Source: an optimization exercise on an open RTL-to-GDS flow (aim: small area). Production flows keep margins and buffers that such runs may drop. Function was checked by simulation only, so behaviour that the tests miss may differ from the original. Power figures rest on the tool's default switching activity, not on a simulated workload.

**flow/config.mk**
```make
export PLATFORM = sky130hd
export DESIGN_NAME = posfb_top
export DESIGN_NICKNAME = posfb_top
export VERILOG_FILES = /design/flow/design.v
export SDC_FILE = /design/flow/constraint.sdc
export NUM_CORES = 4
export LEC_CHECK = 0
export CAP_MARGIN = 20
export CORE_MARGIN = 2
export CORE_UTILIZATION = 60
export PLACE_DENSITY = 0.7
export SLEW_MARGIN = 20
```
**flow/constraint.sdc**
```tcl
create_clock -name core_clock -period 9.0 [get_ports {clk}]
set_input_delay 1.8000 -clock core_clock [delete_from_list [all_inputs] [get_ports {clk}]]
set_output_delay 1.8000 -clock core_clock [all_outputs]
set_load 0.01 [all_outputs]
```
**flow/design.v**
```verilog
module posfb_channel (
    input  wire        clk,
    input  wire        rst,
    input  wire [31:0] tick,
    input  wire [24:0] tick_lim,     
    input  wire        enc_a,
    input  wire        enc_b,
    input  wire        enc_z,
    input  wire [2:0]  cfg_filt,
    input  wire        cfg_inv,
    input  wire [1:0]  cfg_idx_mode,
    input  wire [4:0]  cfg_dir_hyst,
    input  wire [23:0] cfg_index_nom,
    input  wire [7:0]  cfg_index_tol,
    input  wire        clr_quad,
    input  wire        clr_dirchg,
    input  wire        clr_cnterr,
    input  wire        clr_errs,
    output reg  [31:0] cnt,
    output reg         dir,
    output reg         dir_chg,
    output reg         quad_err,
    output reg         cnt_err,
    output reg         still,
    output reg         idx_valid,
    output reg  [31:0] idx_cnt,
    output reg  [31:0] idx_tick,
    output reg  [31:0] idx_diff,
    output reg  [15:0] quad_errs,
    output reg  [7:0]  idx_errs,
    output wire [31:0] stamp_new,    
    output wire [31:0] stamp_old,    
    output wire        spd_zero
);
    function [32:0] add32;
        input [31:0] a;
        input [31:0] b;
        input        ci;
        reg   [31:0] p, G, P;
        integer      i, l;
        begin
            p = a ^ b;
            G = a & b;
            P = p;
            G[0] = G[0] | (p[0] & ci);
            for (l = 1; l < 32; l = l * 2)
                for (i = 2 * l - 1; i < 32; i = i + 2 * l) begin
                    G[i] = G[i] | (P[i] & G[i-l]);
                    P[i] = P[i] & P[i-l];
                end
            for (l = 8; l >= 1; l = l / 2)
                for (i = 3 * l - 1; i < 32; i = i + 2 * l) begin
                    G[i] = G[i] | (P[i] & G[i-l]);
                    P[i] = P[i] & P[i-l];
                end
            add32[0] = p[0] ^ ci;
            for (i = 1; i < 32; i = i + 1)
                add32[i] = p[i] ^ G[i-1];
            add32[32] = G[31];
        end
    endfunction
    reg [2:0] sync1, sync2;
    always @(posedge clk) begin
        if (rst) begin
            sync1 <= 3'b000;
            sync2 <= 3'b000;
        end else begin
            sync1 <= {enc_z, enc_b, enc_a};
            sync2 <= sync1;
        end
    end
    reg  [4:0] filt_m;           
    always @(*) begin
        case (cfg_filt)
            3'd0:    filt_m = 5'd1;
            3'd1:    filt_m = 5'd3;
            3'd2:    filt_m = 5'd7;
            3'd3:    filt_m = 5'd15;
            default: filt_m = 5'd31;
        endcase
    end
    reg [2:0] filt_lvl;          
    reg [4:0] filt_cnt [0:2];
    integer i;
    always @(posedge clk) begin
        if (rst) begin
            filt_lvl <= 3'b000;
            for (i = 0; i < 3; i = i + 1)
                filt_cnt[i] <= 5'd0;
        end else begin
            for (i = 0; i < 3; i = i + 1) begin
                if (sync2[i] == filt_lvl[i]) begin
                    filt_cnt[i] <= 5'd0;
                end else if ((filt_cnt[i] | ~filt_m) == 5'h1f) begin
                    filt_lvl[i] <= sync2[i];
                    filt_cnt[i] <= 5'd0;
                end else begin
                    filt_cnt[i] <= filt_cnt[i] + 5'd1;
                end
            end
        end
    end
    reg [2:0] prev_lvl;
    always @(posedge clk) begin
        if (rst)
            prev_lvl <= 3'b000;
        else
            prev_lvl <= filt_lvl;
    end
    wire fa = filt_lvl[0];
    wire fb = filt_lvl[1];
    wire fz = filt_lvl[2];
    wire pa = prev_lvl[0];
    wire pb = prev_lvl[1];
    wire pz = prev_lvl[2];
    wire chg_a   = fa ^ pa;
    wire chg_b   = fb ^ pb;
    wire illegal = chg_a & chg_b;
    wire step    = chg_a ^ chg_b;
    wire fwd     = ~(chg_a ^ fa ^ fb);
    wire up      = fwd ^ cfg_inv;
    wire step_dn = step & ~up;
    reg [31:0] cnt_next;
    reg        all1, all0;
    always @(*) begin
        all1 = 1'b1;
        all0 = 1'b1;
        for (i = 0; i < 32; i = i + 1) begin
            cnt_next[i] = cnt[i] ^ (step & (step_dn ? all0 : all1));
            all1 = all1 & cnt[i];
            all0 = all0 & ~cnt[i];
        end
    end
    always @(posedge clk) begin
        if (rst)
            cnt <= 32'd0;
        else
            cnt <= cnt_next;
    end
    reg  [4:0] lag;
    wire       back     = up ^ ~dir;             
    wire [4:0] lag_mv  = back ? lag + 5'd1 : lag - 5'd1;
    wire       follow   = ~back & (lag == 5'd0);
    wire       dir_flip = step & ~follow & (lag_mv >= cfg_dir_hyst);
    wire       dir_next = dir ^ dir_flip;
    always @(posedge clk) begin
        if (rst) begin
            dir     <= 1'b0;
            lag    <= 5'd0;
            dir_chg <= 1'b0;
        end else begin
            dir <= dir_next;
            if (step)
                lag <= (follow | dir_flip) ? 5'd0 : lag_mv;
            if (dir_flip)
                dir_chg <= 1'b1;
            else if (clr_dirchg)
                dir_chg <= 1'b0;
        end
    end
    reg [31:0] stamp [0:4];      
    reg [2:0]  nsteps;           
    always @(posedge clk) begin
        if (step) begin
            stamp[0] <= tick;
            for (i = 1; i < 5; i = i + 1)
                stamp[i] <= stamp[i-1];
        end
    end
    always @(posedge clk) begin
        if (rst)
            nsteps <= 3'd0;
        else if (step) begin
            if (dir_flip)
                nsteps <= 3'd1;
            else if (nsteps != 3'd5)
                nsteps <= nsteps + 3'd1;
        end
    end
    assign stamp_new = stamp[0];
    assign stamp_old = stamp[4];
    assign spd_zero  = still | (nsteps != 3'd5);
    always @(posedge clk) begin
        if (rst)
            still <= 1'b1;
        else if (step)
            still <= 1'b0;
        else if (stamp[0][24:0] == tick_lim)
            still <= 1'b1;
    end
    reg idx_event;
    always @(*) begin
        case (cfg_idx_mode)
            2'd1:    idx_event = fz & ~pz;
            2'd2:    idx_event = (fz & fa & fb) & ~(pz & pa & pb);
            default: idx_event = 1'b0;
        endcase
    end
    reg        chg_since_idx;    
    reg        chk_pend;         
    reg        chk_any_k;        
    reg        chk_down;         
    wire [6:0]  itk_lo = {1'b0, tick[5:0]} - {2'b00, filt_m} - 7'd3;
    reg  [31:0] itk;
    reg         itk_b;
    always @(*) begin
        itk[5:0] = itk_lo[5:0];
        itk_b    = itk_lo[6];
        for (i = 6; i < 32; i = i + 1) begin
            itk[i] = tick[i] ^ itk_b;
            itk_b  = itk_b & ~tick[i];
        end
    end
    wire        chk_neg;
    wire [31:0] nom_x;
    wire [32:0] add_s = add32(chk_pend ? idx_diff : cnt_next,
                              chk_pend ? nom_x : ~idx_cnt,
                              chk_pend ? ~chk_neg : 1'b1);
    wire [31:0] diff_new = add_s[31:0];
    wire       err_quad = illegal;
    wire       idx_fail;
    always @(posedge clk) begin
        if (rst) begin
            idx_cnt       <= 32'd0;
            idx_tick      <= 32'd0;
            idx_diff      <= 32'd0;
            idx_valid     <= 1'b0;
            chk_pend      <= 1'b0;
        end else begin
            chk_pend <= 1'b0;
            if (idx_event) begin
                idx_cnt  <= cnt_next;
                idx_tick <= itk;
                if (idx_valid && !err_quad) begin
                    idx_diff <= diff_new;
                    chk_pend <= 1'b1;
                end
            end
            if (err_quad || idx_fail)
                idx_valid <= 1'b0;
            else if (idx_event)
                idx_valid <= 1'b1;
        end
    end
    always @(posedge clk) begin
        if (idx_event) begin
            chg_since_idx <= 1'b0;
            if (idx_valid && !err_quad) begin
                chk_any_k <= chg_since_idx | dir_flip;
                chk_down  <= dir_next;
            end
        end else if (dir_flip) begin
            chg_since_idx <= 1'b1;
        end
    end
    assign      chk_neg = chk_any_k ? idx_diff[31] : chk_down;
    assign      nom_x   = {8'd0, cfg_index_nom} ^ {32{~chk_neg}};
    wire [31:0] err_k   = add_s[31:0];
    function in_tol;
        input [31:0] x;
        input [7:0]  tol;
        reg   [8:0]  s;
        begin
            s = {1'b0, x[7:0]} + {1'b0, tol};
            in_tol = (~|x[31:8] & (x[7:0] <= tol)) | (&x[31:8] & s[8]);
        end
    endfunction
    wire idx_ok = in_tol(err_k, cfg_index_tol) |
                  (chk_any_k & in_tol(idx_diff, cfg_index_tol));
    assign idx_fail = chk_pend & ~idx_ok;
    reg [15:0] qe_inc;
    reg [7:0]  ie_inc;
    reg        qe_c, ie_c;
    always @(*) begin
        qe_c = 1'b1;
        for (i = 0; i < 16; i = i + 1) begin
            qe_inc[i] = quad_errs[i] ^ qe_c;
            qe_c      = qe_c & quad_errs[i];
        end
        ie_c = 1'b1;
        for (i = 0; i < 8; i = i + 1) begin
            ie_inc[i] = idx_errs[i] ^ ie_c;
            ie_c      = ie_c & idx_errs[i];
        end
    end
    always @(posedge clk) begin
        if (rst) begin
            quad_err  <= 1'b0;
            cnt_err   <= 1'b0;
            quad_errs <= 16'd0;
            idx_errs  <= 8'd0;
        end else begin
            if (err_quad)
                quad_err <= 1'b1;
            else if (clr_quad)
                quad_err <= 1'b0;
            if (err_quad || idx_fail)
                cnt_err <= 1'b1;
            else if (clr_cnterr)
                cnt_err <= 1'b0;
            if (clr_errs)
                quad_errs <= {15'd0, err_quad};
            else if (err_quad && !(&quad_errs))
                quad_errs <= qe_inc;
            if (clr_errs)
                idx_errs <= {7'd0, idx_fail};
            else if (idx_fail && !(&idx_errs))
                idx_errs <= ie_inc;
        end
    end
endmodule
module posfb_top (
    input  wire        clk,
    input  wire        rst,
    input  wire [2:0]  enc_a,
    input  wire [2:0]  enc_b,
    input  wire [2:0]  enc_z,
    input  wire [8:0]  cfg_filt,
    input  wire [2:0]  cfg_inv,
    input  wire [5:0]  cfg_idx_mode,
    input  wire [14:0] cfg_dir_hyst,
    input  wire [71:0] cfg_index_nom,
    input  wire [23:0] cfg_index_tol,
    input  wire [23:0] still_lim,
    input  wire [2:0]  clr_quad,
    input  wire [2:0]  clr_dirchg,
    input  wire [2:0]  clr_cnterr,
    input  wire [2:0]  clr_errs,
    input  wire        spd_req,
    input  wire [1:0]  spd_ch,
    output reg         spd_busy,
    output reg         spd_done,
    output wire [31:0] spd_val,
    output wire [95:0] cnt,
    output wire [2:0]  dir,
    output wire [2:0]  dir_chg,
    output wire [2:0]  quad_err,
    output wire [2:0]  cnt_err,
    output wire [2:0]  still,
    output wire [2:0]  idx_valid,
    output wire [95:0] idx_cnt,
    output wire [95:0] idx_tick,
    output wire [95:0] idx_diff,
    output wire [47:0] quad_errs,
    output wire [23:0] idx_errs
);
    function [32:0] add32;
        input [31:0] a;
        input [31:0] b;
        input        ci;
        reg   [31:0] p, G, P;
        integer      i, l;
        begin
            p = a ^ b;
            G = a & b;
            P = p;
            G[0] = G[0] | (p[0] & ci);
            for (l = 1; l < 32; l = l * 2)
                for (i = 2 * l - 1; i < 32; i = i + 2 * l) begin
                    G[i] = G[i] | (P[i] & G[i-l]);
                    P[i] = P[i] & P[i-l];
                end
            for (l = 8; l >= 1; l = l / 2)
                for (i = 3 * l - 1; i < 32; i = i + 2 * l) begin
                    G[i] = G[i] | (P[i] & G[i-l]);
                    P[i] = P[i] & P[i-l];
                end
            add32[0] = p[0] ^ ci;
            for (i = 1; i < 32; i = i + 1)
                add32[i] = p[i] ^ G[i-1];
            add32[32] = G[31];
        end
    endfunction
    integer i;
    reg [31:0] tick;
    reg [31:0] tick_inc;
    reg        tick_c;
    always @(*) begin
        tick_c = 1'b1;
        for (i = 0; i < 32; i = i + 1) begin
            tick_inc[i] = tick[i] ^ tick_c;
            tick_c      = tick_c & tick[i];
        end
    end
    reg [24:0] tick_lim;
    reg [24:0] lim_inc;
    reg        lim_c;
    always @(*) begin
        lim_c = 1'b1;
        for (i = 0; i < 25; i = i + 1) begin
            lim_inc[i] = tick_lim[i] ^ lim_c;
            lim_c      = lim_c & tick_lim[i];
        end
    end
    always @(posedge clk) begin
        if (rst) begin
            tick     <= 32'd0;
            tick_lim <= {1'b1, ~still_lim};
        end else begin
            tick     <= tick_inc;
            tick_lim <= lim_inc;
        end
    end
    wire [95:0] st_new;
    wire [95:0] st_old;
    wire [2:0]  spd_zero;
    genvar c;
    generate
        for (c = 0; c < 3; c = c + 1) begin : ch
            posfb_channel u_ch (
                .clk           (clk),
                .rst           (rst),
                .tick          (tick),
                .tick_lim      (tick_lim),
                .enc_a         (enc_a[c]),
                .enc_b         (enc_b[c]),
                .enc_z         (enc_z[c]),
                .cfg_filt      (cfg_filt[3*c +: 3]),
                .cfg_inv       (cfg_inv[c]),
                .cfg_idx_mode  (cfg_idx_mode[2*c +: 2]),
                .cfg_dir_hyst  (cfg_dir_hyst[5*c +: 5]),
                .cfg_index_nom (cfg_index_nom[24*c +: 24]),
                .cfg_index_tol (cfg_index_tol[8*c +: 8]),
                .clr_quad      (clr_quad[c]),
                .clr_dirchg    (clr_dirchg[c]),
                .clr_cnterr    (clr_cnterr[c]),
                .clr_errs      (clr_errs[c]),
                .cnt           (cnt[32*c +: 32]),
                .dir           (dir[c]),
                .dir_chg       (dir_chg[c]),
                .quad_err      (quad_err[c]),
                .cnt_err       (cnt_err[c]),
                .still         (still[c]),
                .idx_valid     (idx_valid[c]),
                .idx_cnt       (idx_cnt[32*c +: 32]),
                .idx_tick      (idx_tick[32*c +: 32]),
                .idx_diff      (idx_diff[32*c +: 32]),
                .quad_errs     (quad_errs[16*c +: 16]),
                .idx_errs      (idx_errs[8*c +: 8]),
                .stamp_new     (st_new[32*c +: 32]),
                .stamp_old     (st_old[32*c +: 32]),
                .spd_zero      (spd_zero[c])
            );
        end
    endgenerate
    reg [31:0] sel_new, sel_old;
    reg        sel_zero, sel_dir;
    always @(*) begin
        case (spd_ch)
            2'd0: begin
                sel_new = st_new[31:0];  sel_old = st_old[31:0];
                sel_zero = spd_zero[0];  sel_dir = dir[0];
            end
            2'd1: begin
                sel_new = st_new[63:32]; sel_old = st_old[63:32];
                sel_zero = spd_zero[1];  sel_dir = dir[1];
            end
            default: begin
                sel_new = st_new[95:64]; sel_old = st_old[95:64];
                sel_zero = spd_zero[2];  sel_dir = dir[2];
            end
        endcase
    end
    localparam [31:0] NUM = 32'd1280000000;
    reg [31:0] div_r;        
    reg        div_lsb;      
    reg [31:0] div_d;        
    reg [28:0] div_q;        
    reg [4:0]  div_i;        
    reg [1:0]  div_ph;       
    reg        div_zero;
    reg        div_neg;
    wire [31:0] r_shift = {div_r[30:0], (div_ph == 2'd0) ? NUM[div_i] : div_lsb};
    wire [31:0] op_b    = (div_ph == 2'd1) ? tick : div_d;
    wire [32:0] op_s    = add32(r_shift, ~op_b, 1'b1);
    wire        op_ge   = op_s[32];
    wire        use_4t  = (op_s[31:29] == 3'd0) && ({3'd0, div_q} >= op_s[28:0]) ? 1'b1 : 1'b0;
    always @(posedge clk) begin
        if (rst) begin
            spd_busy <= 1'b0;
            spd_done <= 1'b0;
        end else begin
            spd_done <= 1'b0;
            if (!spd_busy) begin
                if (spd_req)
                    spd_busy <= 1'b1;
            end else if (div_ph == 2'd0 && div_i == 5'd0) begin
                spd_busy <= 1'b0;
                spd_done <= 1'b1;
            end
        end
    end
    always @(posedge clk) begin
        if (!spd_busy) begin
            if (spd_req) begin
                div_r    <= {1'b0, sel_new[31:1]};
                div_lsb  <= sel_new[0];
                div_d    <= sel_old;
                div_ph   <= 2'd1;
                div_zero <= sel_zero;
                div_neg  <= sel_dir;
            end
        end else begin
            case (div_ph)
                2'd1: begin
                    div_q  <= {~op_s[26:0], 2'b00};
                    div_ph <= 2'd2;
                end
                2'd2: begin
                    div_d    <= use_4t ? {3'd0, div_q} : op_s[31:0];
                    div_r    <= 32'd2;       
                    div_q    <= 29'd0;
                    div_i    <= 5'd28;
                    div_zero <= div_zero | op_s[31];
                    div_neg  <= div_neg & ~(div_zero | op_s[31]);
                    div_ph   <= 2'd0;
                end
                default: begin
                    div_r <= op_ge ? op_s[31:0] : r_shift;
                    div_q <= {div_q[27:0], op_ge & ~div_zero};
                    div_i <= div_i - 5'd1;
                end
            endcase
        end
    end
    wire [31:0] val_x = {4'd0, div_q[28:1]} ^ {32{div_neg}};
    reg  [31:0] val;
    reg         val_c;
    always @(*) begin
        val_c = div_q[0] ^ div_neg;
        for (i = 0; i < 32; i = i + 1) begin
            val[i] = val_x[i] ^ val_c;
            val_c  = val_c & val_x[i];
        end
    end
    assign spd_val = val;
endmodule
```
**flow/flow/run.sh**
```bash
#!/bin/bash
set -euo pipefail
bash standard.sh finish "BUFFER_PORTS_ARGS=-buffer_cell sky130_fd_sc_hd__buf_1" \
  "CTS_ARGS=-sink_clustering_enable -repair_clock_nets -buf_list sky130_fd_sc_hd__clkbuf_8 -sink_clustering_size 18 -sink_clustering_max_diameter 50 -dont_use_dummy_load" \
  > flow_make.log 2>&1
```
**flow/standard.sh**
```bash
#!/bin/bash
# synth_recipe.tcl (not shown) runs the flow's synth.tcl, then flattens the netlist and writes it again
# the make line also repeats each setting of config.mk as NAME=value (left out here)
make -C /OpenROAD-flow-scripts/flow DESIGN_CONFIG=/design/flow/config.mk WORK_HOME=/design/flow/orfs CLKGATE_MAP_FILE= SYNTH_SCRIPT=/design/flow/synth_recipe.tcl "${@:-finish}"
```
==> summary.txt <==
==> cell usage after synthesis, types with 21 or more instances <==
master | number | area [µm²]
o21bai_1 | 23 | 173
xnor2_1 | 172 | 1510
mux2i_1 | 245 | 2450
fa_1 | 73 | 1460
inv_1 | 267 | 1000
a211oi_1 | 157 | 1180
o22ai_1 | 48 | 300
mux2_2 | 78 | 878
or3_1 | 21 | 131
nor2b_1 | 102 | 638
buf_1 | 27 | 101
nor2_1 | 696 | 2610
nand2_1 | 467 | 1750
o21ai_0 | 284 | 1420
a21oi_1 | 365 | 1830
edfxtp_1 | 588 | 17700
a21o_1 | 83 | 623
nand2b_1 | 33 | 206
nor3_1 | 80 | 400
clkbuf_1 | 245 | 920
ha_1 | 533 | 6670
nand4_1 | 94 | 588
nand3_1 | 106 | 531
o21a_1 | 40 | 300
xor2_1 | 173 | 1520
nor4_1 | 59 | 369
dfxtp_1 | 644 | 12900
==> power breakdown <==
part	internal [W]	switching, W	total [W]
clock network	0.00131	0.00185	0.00316
registers	0.00596	0.0000984	0.00606
logic	0.000686	0.00101	0.00169
==> state kept, by name, summed over array words and instances, names as in the netlist, 5 cells and up <==
signal,flops
ch.u_ch.idx_diff,96
tick,32
ch.u_ch.quad_errs,48
ch.u_ch.stamp,480
ch.u_ch.sync2,9
ch.u_ch.idx_tick,96
ch.u_ch.cnt,96
div_r,31
ch.u_ch.sync1,9
ch.u_ch.lag,15
ch.u_ch.prev_lvl,9
ch.u_ch.idx_errs,24
ch.u_ch.filt_cnt,45
div_i,5
ch.u_ch.idx_cnt,96
ch.u_ch.filt_lvl,9
tick_lim,25
ch.u_ch.nsteps,9
div_q,29
div_d,32
==> layer usage <==
metal  wire length, µm  vias up
met5               156        -
met4              7450       24
met3             17600      367
met2             82100     1891
met1             75700    22800
li1                  -    22600
==> cells by family after synthesis <==
| family | after synthesis | synth area share [%] |
|---|---|---|
| and+or+nand+nor | 1806 | 13.4 |
| DFF | 1232 | 48.6 |
| AOI/OAI and AO/OA | 1146 | 11.2 |
| adders and majority gates | 606 | 12.9 |
| buffers and inverters | 573 | 3.57 |
| xor gates and xnor gates | 350 | 4.99 |
| muxes | 323 | 5.30 |
==> worst paths after layout <==
check | start | to | slack (ns) | cells past startpoint
worst max-delay path | div_q[2] | spd_val[29] | 0.44 | 30
worst min-delay path | ch[2].u_ch.stamp[1][0] | ch[2].u_ch.stamp[2][0] | 0.38 | 0
worst max register to register | ch[2].u_ch.filt_lvl[1] | ch[2].u_ch.idx_errs[1] | 0.50 | 28
worst min register to register | ch[2].u_ch.stamp[1][0] | ch[2].u_ch.stamp[2][0] | 0.38 | 0
==> worst register-to-register path: cells and delay by family (launching register included) <==
kind                     cells  cell delay [ns]
buffers and inverters        2             0.55
AO/OA/AOI/OAI               10             2.32
AND/OR/NAND/NOR             11             3.24
XOR/XNOR                     2             0.45
flip-flops                   1             0.50
adder cells (fa/ha/maj)      3             1.38
==> cell usage in the layout, fill, tap and decap left out, drive strengths merged, types with 62 or more instances in the layout <==
cell type  instances
a21o              83
nor2b            102
nor3              82
nor4              62
xor2             173
inv              268
buf              793
mux2i            245
a21oi            366
edfxtp           588
nor2             696
o21ai            287
dfxtp            644
clkbuf           136
nand4             95
a211oi           157
mux2              78
xnor2            172
nand3            107
nand2            467
ha               533
fa                73
==> through the flow <==
step	hold WS (ns)	util [%]	power, W	setup slack (ns)	instances
4_1_cts	0.369	66.3	0.0109	0.312	8043
2_1_floorplan	0.400	-	0.00732	0.270	6036
3_3_place_gp	0.400	64.5	0.00780	0.0354	7910
6_report	0.377	66.3	0.0109	0.443	8053
5_1_grt	0.384	66.3	0.0113	0.00268	8053
3_5_place_dp	0.405	64.5	0.00785	-0.0875	7910
==> cell type report <==
class	count	area [µm²]
repair buffers	796	3450
inverters	272	1020
clock buffers	133	1830
flip-flops and latches	1232	30600
diodes	9	22.5
well taps	1380	1730
fillers	8578	34900
multi-input cells	4231	30100
==> impl_metrics.py <==
metrics = {
    "status": {
        "status": "timing/DRC/antenna clean",
    },
    "die": {
        "num_rows": 118,
        "io_pins": 687,
        "start_util_pct": 60.6,
        "dieHeight_um": 328,
        "core-area_um2": 104000,
        "die-area_um2": 107000,
        "die_w_um": 328,
    },
    "power": {
        "peakVddDrop_mv": 0.124,
        "power.leakage_nw": 26.2,
        "power_density_nw_per_um2": 159,
    },
    "critical_path": {
        "timing.critical_path.mode_cell": "ha_1",
        "worstPathRequired_ns": 7.20,
        "cp_top_family": "adder cells",
        "path_class": "flip-flop to primary output",
        "critPathBufInv": 1,
        "critPathMaxFanout": 4,
        "cp-start-kind": "flip-flop",
        "arrival_ns": 6.76,
        "cp_slowest_cell": "edfxtp_1",
        "slowest_delay_ns": 0.50,
        "cp-end-kind": "primary output",
    },
    "sta": {
        "period_minus_slack_ns": 8.56,
        "finalSetupViolCount": 0,
        "hold_viol_final": 0,
        "final_max_slew_viol_count": 0,
        "finClkSkew_ns": 0.107,
        "period_share_pct": 95.1,
        "worst_pin_slew_ns": 1.13,
        "fmax_ghz": 0.117,
        "timing.slew.headroom_pct": 24.7,
        "rsz0062_at_grt": "false",
        "setup-tns-final_ns": 0,
    },
    "global_routing": {
        "grt_antenna_before_repair": 23,
        "grt_max_degree": 169,
        "grt_overflow": 0,
        "grt_pass1_wl_um": 273000,
        "use_met2_pct": 51.5,
        "grtUsageTotal_pct": 33.3,
        "first_global_vias": 44900,
        "grtUsageMet1_pct": 44.9,
        "met3_usage_pct": 8.80,
        "busiest_layer": "met2",
    },
    "clock_network": {
        "numCtsBuffers": 133,
        "hold_buffers": 0,
        "cts_tree": "done",
        "clockBufferDepth": 3,
        "cts_resized": 0,
        "numClockSinks": 1232,
        "cts_root_buffer": "clkbuf_8",
        "cts_max_level": 4,
        "clk_transition_reported_paths_ns": 0.10,
        "insertion_delay_ns": 0.84,
        "post-cts-setup-buffers": 0,
    },
    "cells_and_area": {
        "drive_gt1_share_pct": 5.85,
        "final_net_count": 7451,
        "final_area_um2": 68800,
        "area_growth_pct": 9.39,
    },
    "route": {
        "vias_per_cell": 5.93,
        "vias": 47800,
        "drc_errors": 0,
        "dr.pass1.iters": 6,
        "drt-total-wl_um": 183000,
        "drt_iter0_markers": 4226,
        "wl_per_cell_um": 22.7,
        "postRouteAntennaNets": 0,
    },
    "flow_run": {
        "maxCapViolCount": 0,
    },
    "synth": {
        "ys.flop_type": "dfxtp_1",
        "synth_cell_type_count": 90,
        "synth_nets": 6821,
        "syn-instance-count": 6036,
        "syn_area_um2": 62800,
        "synth.yosys.seq_area_share_pct": 48.6,
        "synth_edf_count": 588,
        "synth_warnings": 4,
        "avgSynthCellArea_um2": 10.4,
        "synthArstFlopShare_pct": 0,
        "yosys_register_bits": 1232,
    },
    "placed_design": {
        "gp_congestion": 0.982,
        "dpl.hpwl_um": 138000,
        "placed_area_um2": 66900,
        "numPortBuffers": 686,
    },
    "worst_hold_path": {
        "hp-class": "flip-flop to flip-flop",
    },
}

-- re-timing with driven ports --
In the flow no input, the clock included, has a driving cell. The finished layout below was timed again as built, in two steps. Step 1: set_driving_cell puts a clkbuf_16 on clk and a buf_2 on each other input, an assumption about the parent block. Step 2 adds t to the input delays and takes it off the output delays; t is the mean of the earliest and latest rising clock arrival at the registers after step 1. Input paths then give back, and output paths get back, about the clock's delay inside the block. Three values: ideal ports, drivers, drivers and shift; two values: the first two.
t (ns): 0.869
setup slack, ns: 0.443 / 0.368 / -0.270
slew at the worst register clock pin (ns): 0.11 / 0.11
Met with ideal ports but missed after step 2: setup timing in this run. The setup slack of this run moves by -0.075 ns with the drivers and by -0.713 ns with both steps.
